From an optimization exercise on the open Yosys and OpenROAD flow, aimed at small area, a short achievable clock period and few clock cycles per item; shortcuts taken in it are not production practice. Function was checked by simulation only, so behaviour that the tests miss may differ from the original.

// zw96_blend
module zw96_blend (
    input  wire           clk,
    input  wire           rst,
    input  wire           in_valid,
    output wire           in_ready,
    input  wire [13:0]    bg_r,
    input  wire [13:0]    bg_g,
    input  wire [13:0]    bg_b,
    input  wire [7:0]     layer_en,      
    input  wire [8*14-1:0] a_pix,        
    input  wire [8*14-1:0] a_glob,       
    input  wire [8*14-1:0] c_r,
    input  wire [8*14-1:0] c_g,
    input  wire [8*14-1:0] c_b,
    output reg            out_valid,
    output wire [13:0]    out_r,
    output wire [13:0]    out_g,
    output wire [13:0]    out_b,
    output wire [8*14-1:0] out_w,        
    output wire [7:0]     out_contrib    
);
export LEC_CHECK = 0
export CAP_MARGIN = 20
export CORE_MARGIN = 2
export CORE_UTILIZATION = 40
export CTS_BUF_LIST = sky130_fd_sc_hd__clkbuf_4 sky130_fd_sc_hd__clkbuf_8
export CTS_CLUSTER_DIAMETER = 100
export CTS_CLUSTER_SIZE = 12
export PLACE_DENSITY = 0.6
export SLEW_MARGIN = 20
create_clock -name core_clock -period 45.0 [get_ports {clk}]
standard.sh (not shown) runs the stock make flow with config.mk's settings and CLKGATE_MAP_FILE= SYNTH_SCRIPT=/design/flow/synth_recipe.tcl, a recipe that flattens the netlist after the stock synthesis.
==> flow/flow/run.sh <==
#!/bin/bash
# Own layout flow: the standard layout (standard.sh), with two changes.
# 1. Between the standard synthesis and the rest of the flow, flow/pushinv.py
#    takes out inverters around the adder cells of the synthesised netlist
#    (a full adder with complemented inputs gives complemented outputs), with
#    the registers and the logic function unchanged.
# 2. Every timing repair step (floorplan, placement, CTS, global route) is
#    asked to leave SETUP_SLACK_MARGIN ns of setup slack. The clock stays at
#    the design's period and the SDC is the standard flow's; the margin only makes the
#    repair shorten the paths that set the achieved period.
# 3. Port buffers are buf_1 cells (buffer_ports -buffer_cell): every input
#    and output port still gets its own buffer, as in the standard flow.
# Each tool's output goes to a log of its own here (flow_*.log); ORFS keeps
# each step's log under orfs/logs/.
set -euo pipefail
cd "$(dirname "$0")/.."
export SETUP_SLACK_MARGIN=34
export BUFFER_PORTS_ARGS="-buffer_cell sky130_fd_sc_hd__buf_1"
R="$PWD/orfs/results/$FLOW_PLATFORM/zw96_blend/base"
bash standard.sh synth > flow_synth.log 2>&1
cp "$R/1_2_yosys.v" "$R/1_2_yosys_standard.v"
python3 flow/pushinv.py "$R/1_2_yosys_standard.v" "$R/1_2_yosys.v" > flow_pushinv.log 2>&1
rm -f "$R/1_synth.odb" "$R/1_synth.sdc"
bash standard.sh > flow_standard.log 2>&1
Other scripts of this flow, unchanged in this note and not shown: flow/flow/pushinv.py
Testbench counts at the start, summed over its fixed seeds: cycles 16,066, items 8,000.
Rerun with:
--- a/flow/flow/run.sh
+++ b/flow/flow/run.sh
@@ -10,4 +10,2 @@
 #    repair shorten the paths that set the achieved period.
-# 3. Port buffers are buf_1 cells (buffer_ports -buffer_cell): every input
-#    and output port still gets its own buffer, as in the standard flow.
 # Each tool's output goes to a log of its own here (flow_*.log); ORFS keeps
@@ -17,3 +15,2 @@
 export SETUP_SLACK_MARGIN=34
-export BUFFER_PORTS_ARGS="-buffer_cell sky130_fd_sc_hd__buf_1"
 R="$PWD/orfs/results/$FLOW_PLATFORM/zw96_blend/base"
CTS_BUF_LIST = unset   (was sky130_fd_sc_hd__clkbuf_4 sky130_fd_sc_hd__clkbuf_8)
CTS_CLUSTER_DIAMETER = unset   (was 100)
CTS_CLUSTER_SIZE = unset   (was 12)
Effect: The changed run finished with timing, DRC and antenna clean. Hold slack improved by 13 ps. Area after synthesis does not change. Synthesized cell count stays the same. Utilization increases by 3.6 points.
Rerun with:
--- a/flow/flow/run.sh
+++ b/flow/flow/run.sh
@@ -10,2 +10,4 @@
 #    repair shorten the paths that set the achieved period.
+# 3. Port buffers are buf_2 cells (buffer_ports -buffer_cell): every input
+#    and output port still gets its own buffer, as in the standard flow.
 # Each tool's output goes to a log of its own here (flow_*.log); ORFS keeps
@@ -15,2 +17,3 @@
 export SETUP_SLACK_MARGIN=34
+export BUFFER_PORTS_ARGS="-buffer_cell sky130_fd_sc_hd__buf_2"
 R="$PWD/orfs/results/$FLOW_PLATFORM/zw96_blend/base"
CTS_BUF_LIST = sky130_fd_sc_hd__clkbuf_4 sky130_fd_sc_hd__clkbuf_8   (was unset)
Result: Clock-buffer cell count is higher by 95.

---

zw96_blend again, from the RTL that the note above started with.
export LEC_CHECK = 0
export CAP_MARGIN = 20
export CORE_MARGIN = 2
export CORE_UTILIZATION = 40
export CTS_BUF_LIST = sky130_fd_sc_hd__clkbuf_4 sky130_fd_sc_hd__clkbuf_8
export CTS_CLUSTER_DIAMETER = 100
export CTS_CLUSTER_SIZE = 12
export PLACE_DENSITY = 0.6
export SLEW_MARGIN = 20
create_clock -name core_clock -period 45.0 [get_ports {clk}]
==> flow/flow/run.sh <==
#!/bin/bash
# Own layout flow: the standard layout (standard.sh), with two changes.
# 1. Between the standard synthesis and the rest of the flow, flow/pushinv.py
#    takes out inverters around the adder cells of the synthesised netlist
#    (a full adder with complemented inputs gives complemented outputs), with
#    the registers and the logic function unchanged.
# 2. Every timing repair step (floorplan, placement, CTS, global route) is
#    asked to leave SETUP_SLACK_MARGIN ns of setup slack. The clock stays at
#    the design's period and the SDC is the standard flow's; the margin only makes the
#    repair shorten the paths that set the achieved period.
# 3. Port buffers are buf_1 cells (buffer_ports -buffer_cell): every input
#    and output port still gets its own buffer, as in the standard flow.
# Each tool's output goes to a log of its own here (flow_*.log); ORFS keeps
# each step's log under orfs/logs/.
set -euo pipefail
cd "$(dirname "$0")/.."
export SETUP_SLACK_MARGIN=33.7
export BUFFER_PORTS_ARGS="-buffer_cell sky130_fd_sc_hd__buf_1"
R="$PWD/orfs/results/$FLOW_PLATFORM/zw96_blend/base"
bash standard.sh synth > flow_synth.log 2>&1
cp "$R/1_2_yosys.v" "$R/1_2_yosys_standard.v"
python3 flow/pushinv.py "$R/1_2_yosys_standard.v" "$R/1_2_yosys.v" > flow_pushinv.log 2>&1
rm -f "$R/1_synth.odb" "$R/1_synth.sdc"
bash standard.sh > flow_standard.log 2>&1
Other scripts of this flow, unchanged in this note and not shown: flow/flow/pushinv.py
Testbench counts at the start, summed over its fixed seeds: cycles 16,066, items 8,000.
Edit:
--- a/flow/flow/run.sh
+++ b/flow/flow/run.sh
@@ -10,3 +10,3 @@
 #    repair shorten the paths that set the achieved period.
-# 3. Port buffers are buf_1 cells (buffer_ports -buffer_cell): every input
+# 3. Port buffers are buf_2 cells (buffer_ports -buffer_cell): every input
 #    and output port still gets its own buffer, as in the standard flow.
@@ -16,4 +16,4 @@
 cd "$(dirname "$0")/.."
-export SETUP_SLACK_MARGIN=33.7
-export BUFFER_PORTS_ARGS="-buffer_cell sky130_fd_sc_hd__buf_1"
+export SETUP_SLACK_MARGIN=34
+export BUFFER_PORTS_ARGS="-buffer_cell sky130_fd_sc_hd__buf_2"
 R="$PWD/orfs/results/$FLOW_PLATFORM/zw96_blend/base"
CORE_UTILIZATION = 55   (was 40)
CTS_CLUSTER_DIAMETER = default   (was 100)
CTS_CLUSTER_SIZE = default   (was 12)
PLACE_DENSITY = 0.7   (was 0.6)
After rerunning: Routed wire length went down by 2.1%. Global-route usage rises by 12 points.
Edit:
--- a/flow/flow/run.sh
+++ b/flow/flow/run.sh
@@ -16,3 +16,3 @@
 cd "$(dirname "$0")/.."
-export SETUP_SLACK_MARGIN=34
+export SETUP_SLACK_MARGIN=34.4
 export BUFFER_PORTS_ARGS="-buffer_cell sky130_fd_sc_hd__buf_2"
The new run passed the timing, design-rule and antenna checks.
Final cell count goes up by 1.2%.
Global-route usage goes up by 1.5 points.
Cell area goes up by 3.0%.
Synthesized cell count does not change.
Synthesized area does not change.
Sequential cell count stays the same.
Die area is unchanged.
Core utilization goes up by 1.9 points.
Worst setup slack gains 0.16 ns.
Edit:
--- a/flow/flow/run.sh
+++ b/flow/flow/run.sh
@@ -10,3 +10,3 @@
 #    repair shorten the paths that set the achieved period.
-# 3. Port buffers are buf_2 cells (buffer_ports -buffer_cell): every input
+# 3. Port buffers are buf_1 cells (buffer_ports -buffer_cell): every input
 #    and output port still gets its own buffer, as in the standard flow.
@@ -16,4 +16,4 @@
 cd "$(dirname "$0")/.."
-export SETUP_SLACK_MARGIN=34.4
-export BUFFER_PORTS_ARGS="-buffer_cell sky130_fd_sc_hd__buf_2"
+export SETUP_SLACK_MARGIN=34
+export BUFFER_PORTS_ARGS="-buffer_cell sky130_fd_sc_hd__buf_1"
 R="$PWD/orfs/results/$FLOW_PLATFORM/zw96_blend/base"
CORE_UTILIZATION = 40   (was 55)
PLACE_DENSITY = 0.6   (was 0.7)
Effect:
- via count decreases by 3.2%
- fmax fell by 1.6%
- design area falls by 3.5%

---

zw96_blend, a different RTL version from the one above (not shown whole).
For scale: ~8800 cells after synthesis, ~780 I/O pins.
export LEC_CHECK = 0
export CAP_MARGIN = 20
export CORE_MARGIN = 2
export CORE_UTILIZATION = 40
export PLACE_DENSITY = 0.6
export SLEW_MARGIN = 20
create_clock -name core_clock -period 45.0 [get_ports {clk}]
==> flow/flow/run.sh <==
#!/bin/bash
set -euo pipefail
cd "$(dirname "$0")/.."
export SETUP_SLACK_MARGIN=34
bash standard.sh > flow_standard.log 2>&1
Testbench counts at the start, summed over its fixed seeds: cycles 16,066, items 8,000.
Then changed:
==> flow/run.sh (new file) <==
#!/bin/bash
# synth_recipe.tcl (not shown) runs the flow's synth.tcl, then flattens the netlist and writes it again
# the make line also repeats each setting of config.mk as NAME=value (left out here)
make -C /OpenROAD-flow-scripts/flow DESIGN_CONFIG=/design/flow/config.mk WORK_HOME=/design/flow/orfs CLKGATE_MAP_FILE= SYNTH_SCRIPT=/design/flow/synth_recipe.tcl finish
removed: flow/flow/run.sh
removed: flow/standard.sh
- The new run passed the timing, design-rule and antenna checks
- utilization fell by 2.1 points
- via count drops by 2.8%
- sequential share of layout area went up by 1.1 points
- wire length is lower by 2.7%

-- re-timing with driven ports --
How much do the figures lean on ideal ports? The routed layouts below were timed once more, with nothing changed but the port constraints. Step 1: set_driving_cell puts a clkbuf_16 on clk and a buf_2 on each other input, an assumption about the parent block. Step 2 times the ports against the registers' clock, not the clock port: input delays grow and output delays shrink by t, the midpoint of the rising clock arrivals with the driver on. a / b / c = no drivers / after step 1 / after step 2; a / b = the first two.
run	t (ns)	slack for setup (ns)	worst hold slack (ns)	worst data-port slew with drivers (ns)	cell pins on the clock port's net
the first run of note 1	1.026	33.938 / 33.948 / 32.922	0.571 / 0.571 / 0.571	0.24	1
the second run of note 1	0.883	33.960 / 33.931 / 33.129	0.585 / 0.585 / 0.585	0.31	1
the third run of note 1	1.028	34.033 / 33.945 / 33.062	0.569 / 0.569 / 0.569	0.26	1
the first run of note 2	1.036	33.733 / 33.787 / 32.751	0.566 / 0.566 / 0.566	0.32	1
the second run of note 2	1.010	33.986 / 33.925 / 32.969	0.552 / 0.552 / 0.552	0.23	1
the third run of note 2	1.030	34.150 / 34.205 / 33.175	0.569 / 0.569 / 0.569	0.21	1
the fourth run of note 2	1.099	33.971 / 33.921 / 32.897	0.566 / 0.566 / 0.566	0.23	1
the first run of note 3	0.896	33.847 / 33.906 / 33.019	0.553 / 0.553 / 0.553	0.19	1
the second run of note 3	0.873	31.762 / 31.786 / 30.960	0.548 / 0.548 / 0.548	0.36	1
After both steps setup and hold are still met in every run listed. For the fourth run of note 2, which loses most, drivers alone change the setup slack by -0.050 ns; drivers and shift together by -1.074 ns.
